What follows belongs to an exercise in optimizing a design on an open flow for small area, a short achievable clock period and few clock cycles; a production flow would make more cautious choices. No run shown here included a check of the RTL's function; only the layout flow was run.

## flow/design.v (module list and top-level ports; edited modules follow where they fit)
// module rs_enc2: 21 lines
// module rs_net: 1771 lines
// module reel_block_tx: 142 lines
module reel_block_tx (
  input  wire        clk,
  input  wire        rst,
  input  wire [4:0]  blk_init,
  input  wire [7:0]  seq_init,
  input  wire [39:0] in_data,
  input  wire        in_valid,
  output wire        in_ready,
  output reg  [39:0] out_data,
  output reg         out_valid,
  output reg         out_sob,
  input  wire        out_ready
);
  // ...
==> flow/run.sh <==
#!/bin/bash
# synth_recipe.tcl (not shown) runs the flow's synth.tcl, then flattens the netlist and writes it again
# the make line also repeats each setting of config.mk as NAME=value (left out here)
make -C /OpenROAD-flow-scripts/flow DESIGN_CONFIG=/design/flow/config.mk WORK_HOME=/design/flow/orfs CLKGATE_MAP_FILE= SYNTH_SCRIPT=/design/flow/synth_recipe.tcl finish
==> flow/config.mk <==
export PLATFORM = sky130hd
export DESIGN_NAME = reel_block_tx
export DESIGN_NICKNAME = reel_block_tx
export VERILOG_FILES = /design/flow/design.v
export SDC_FILE = /design/flow/constraint.sdc
export NUM_CORES = 4
export LEC_CHECK = 0
export ABC_CLOCK_PERIOD_IN_PS = 2900
export CAP_MARGIN = 20
export CORE_MARGIN = 2
export CORE_UTILIZATION = 55
export SETUP_SLACK_MARGIN = 4.6
export SLEW_MARGIN = 20
==> flow/constraint.sdc <==
create_clock -name core_clock -period 7.5 [get_ports {clk}]
set_input_delay 1.5000 -clock core_clock [delete_from_list [all_inputs] [get_ports {clk}]]
set_output_delay 1.5000 -clock core_clock [all_outputs]
set_load 0.01 [all_outputs]
==> flow_metrics.tcl, run 1 <==
set metrics [dict create \
    synth-simple-area-share 0.0473 \
    place_hpwl_microns 241000 \
    busiest_layer "met2" \
    yosys.area_share.adder 0.00116 \
    grt_use_met2 0.906 \
    synth.avg_cell_area_sq_um 12.6 \
    synthMuxAreaShare 0.0110 \
    synthDistinctLibCells 77 \
    synth_top_family_by_area "XOR/XNOR gates" \
    place_inst 7938 \
    dp_slack_ns 1.89 \
    fp.dieH_microns 375 \
    h-tree-depth 4 \
    netlist_area_sq_um 75700 \
    synth_top_cells_by_area "edfxtp_1, xnor2_1, xor2_1" \
    grt_use_met1 0.765 \
    clockBufferDepth 3 \
    synth-xor-area-share 0.446 \
    async_flop_share 0 \
    synth_commonest_cells "xnor2_1, edfxtp_1, xor2_1, nor2_1, nand2_1" \
    io_pins 100 \
    stop_stage "global routing (5_1_grt)" \
    initial_core_util 0.553 \
    die_width_microns 375 \
    clock-root-buffer "clkbuf_16" \
    port_buffers 99 \
    routabilityCongestion 1.07 \
    syn_inst 6025 \
    std_cell_rows 136 \
    cts_made_buffers 140 \
    yosysTopAreaCellShare 0.441 \
    synth_edf_count 1112 \
    synth_top_flop_cell "edfxtp_1" \
    error "[ERROR GRT-0232] Routing congestion too high. Check the congestion heatmap in the GUI." \
    ys_seq_area_frac 0.462 \
    grt_max_degree 152 \
    synth_compound_area_frac 0.0159 \
    grt_overflow 667 \
    cts-hold-fix-buffers 0 \
    synth_most_common_cell "xnor2_1" \
    ys_seq_elements 1192 \
    post_cts_resized 3093 \
    outcome "aborted with a tool error" \
    yosysTopAreaCell "edfxtp_1" \
    cts_sinks 1192 \
]
==> run 2, diff against run 1 <==
--- a/flow/config.mk
+++ b/flow/config.mk
@@ -5,9 +5,7 @@
 export SDC_FILE = /design/flow/constraint.sdc
 export NUM_CORES = 4
 export LEC_CHECK = 0
-export ABC_CLOCK_PERIOD_IN_PS = 2900
 export CAP_MARGIN = 20
 export CORE_MARGIN = 2
 export CORE_UTILIZATION = 55
-export SETUP_SLACK_MARGIN = 4.6
 export SLEW_MARGIN = 20
==> run 2 against run 1 <==
The run now finishes clean. Area after synthesis stayed put. Synthesized cell count unchanged.
==> flow_metrics.tcl, run 2 <==
set metrics [dict create \
    outcome "timing/DRC/antenna clean" \
    synth.avg_cell_area_sq_um 12.6 \
    yosysWarnings 2 \
    r2r_cells 8 \
    drc 0 \
    std_cell_rows 136 \
    port_buffers 99 \
    slew_viol_final 0 \
    path_common_cell "xnor2_1" \
    yosysTopAreaCell "edfxtp_1" \
    ant_nets 0 \
    layout_commonest_cell "xnor2_1" \
    max_freq_mhz 169 \
    synthToLayoutAreaGrowth_pct 12.2 \
    clock_latency_ns 0.80 \
    worst_slew_pin_slew_ns 1.31 \
    fp.dieH_microns 375 \
    die_area_sq_um 141000 \
    fin_crit_ns 5.92 \
    grt_antenna_before_repair 8 \
    final_net_count 6351 \
    crit_arrival_ns 6.43 \
    cap_viol_max_count 0 \
    synth_top_flop_cell "edfxtp_1" \
    tns_ns 0 \
    slew_headroom 0.128 \
    cts_made_buffers 140 \
    fin_ws_ns 1.58 \
    grt_pass1_vias 48300 \
    crit_path_max_fanout 93 \
    post_cts_resized 0 \
    synth_commonest_cells "xnor2_1, edfxtp_1, xor2_1, nor2_1, nand2_1" \
    routabilityCongestion 1.07 \
    synth_edf_count 1112 \
    place_inst 7938 \
    endpoint_kind "flop" \
    post_drt_via_cell_ratio 6.16 \
    syn_inst 6025 \
    drive_gt1_frac 0.119 \
    dp_slack_ns 1.89 \
    worstHoldPathType "flop to flop" \
    h-tree-depth 4 \
    die_width_microns 375 \
    leakagePower_nw 31.7 \
    cp_slowest_stage_delay_ns 0.98 \
    clk_pin_slew_ns 0.06 \
    cts_sinks 1192 \
    grt_util_all_layers 0.467 \
    async_flop_share 0 \
    path_cells "buf_4 > nor3b_1 > o211a_1 > xnor3_1 > nor2_4 > xor2_1 > xnor2_1 > xnor2_1" \
    crit_type "flop to flop" \
    ys_seq_elements 1192 \
    drt_iter0_markers 7742 \
    finalCritPeriodShare 0.789 \
    ys_seq_area_frac 0.462 \
    setup-violations-final 0 \
    initial_core_util 0.553 \
    yosysTopAreaCellShare 0.441 \
    cts-hold-fix-buffers 0 \
    synth_top_cells_by_area "edfxtp_1, xnor2_1, xor2_1" \
    power_density_nw_per_um2 171 \
    fin_cells 8200 \
    clockBufferDepth 3 \
    io_pins 100 \
    vdd_drop_max_mv 0.197 \
    grt_overflow 0 \
    clock-root-buffer "clkbuf_16" \
    cp.required_ns 8.01 \
    wl_per_cell_microns 40.5 \
    drtPass1Iterations 6 \
    most-common-layout-cells "xnor2_1, edfxtp_1, xor2_1" \
    holdPathStages 1 \
    synth_most_common_cell "xnor2_1" \
    grt_pass1_wl_microns 434000 \
    place_hpwl_microns 241000 \
    coreArea_sq_um 137000 \
    routed_wl_microns 332000 \
    synth_nets 6089 \
    grt_max_degree 152 \
    rsz0062_at_grt "false" \
    cts_setup_buffers 0 \
    reg_top3 "u_rs_a.par x480, u_rs_b.par x480, scr x58" \
    crit_path_start_kind "flop" \
    worst_path_max_delay_cell "dfxtp_4" \
    netlist_area_sq_um 75700 \
    totalPowerFinal_w 0.0146 \
    fin_skew_ns 0.0370 \
    synthDistinctLibCells 77 \
    hold_viol 0 \
    vias 50500 \
    cts_tree "yes" \
]
## run 2: cell families after synthesis
kind of cell / count (synthesis) / synth area share
flops: 1192 / 0.462
compound gates: 179 / 0.0159
xor+xnor: 3624 / 0.446
buf+inv: 243 / 0.0159
fa+ha+maj: 7 / 0.00116
simple gates: 706 / 0.0473
mux: 74 / 0.0110
## run 2: path summary, 6_finish.rpt
kind                                       from                        end  slack (ns)
worst min-delay path              f1[3]$_DFF_P_              f1[3]$_DFF_P_        0.47
worst max-delay path            wh$_SDFFE_PP1P_  u_rs_b.par[269]$_DFFE_PP_        1.58
worst min register to register    f1[3]$_DFF_P_              f1[3]$_DFF_P_        0.47
worst max register to register  wh$_SDFFE_PP1P_  u_rs_b.par[269]$_DFFE_PP_        1.58
## run 2: metal layers
| layer | vias up | share of wire | track usage |
|---|---|---|---|
| met3 | 1218 | 0.11 | 0.117 |
| met4 | 6 | 0.12 | 0.434 |
| li1 | 20300 | - | - |
| met5 | - | 0.00011 | 0 |
| met1 | 25300 | 0.34 | 0.550 |
| met2 | 3702 | 0.44 | 0.701 |
## run 2: metrics by stage
| step | utilization | cell area, sq um | hold slack [ns] |
|---|---|---|---|
| finish | 0.620 | 85000 | 0.472 |
| global route | 0.620 | 84900 | 0.486 |
| CTS | 0.620 | 84900 | 0.475 |
| detailed placement | 0.586 | 80300 | 0.458 |
| global placement | 0.585 | 80100 | 0.457 |
| floorplan | - | 75700 | 0.446 |
## run 2: cell type report
cell class                      instances  area [sq um]
Antenna cell                            4          10.0
Clock buffer                          183          3790
Inverter                               20          75.1
Tap cell                             1794          2240
Fill cell                           10900         52000
Multi-Input combinational cell       4590         40000
Sequential cell                      1192         35000
Clock inverter                         74           797
Timing Repair Buffer                  343          3000
## run 2: report_power, final
part           internal, W  switching (W)
Combinational     0.000111       0.000106
Sequential         0.00725      0.0000659
Clock              0.00403        0.00299
Total               0.0114        0.00316
## run 2: worst max-delay path: cells and delay by family (launching register included)
family | cells | cell delay [ns]
flops | 1 | 0.98
simple gates | 2 | 0.99
xor+xnor | 4 | 2.40
compound gates | 1 | 0.67
buf+inv | 1 | 0.55

-- port drivers added, routing unchanged --
The flow's constraints put no driver on any port. The routed layout listed below was extracted and timed again, unchanged, in two steps. Step 1: set_driving_cell puts a clkbuf_16 on clk and a buf_2 on each other input, an assumption about the parent block. Step 2 adds t to the input delays and takes it off the output delays; t is the mean of the earliest and latest rising clock arrival at the registers after step 1. Input paths then give back, and output paths get back, about the clock's delay inside the block. Three values: ideal ports, drivers, drivers and shift; two values: the first two.
run: run 2
shift t [ns]: 0.862
setup WS [ns]: 1.581 / 1.581 / 1.581
worst hold slack (ns): 0.472 / 0.472 / 0.472
pins driven straight from the clock port: 1
After both steps run 2 still meets setup and hold. The setup slack of run 2 moves by 0.000 ns with the drivers and by 0.000 ns with both steps.
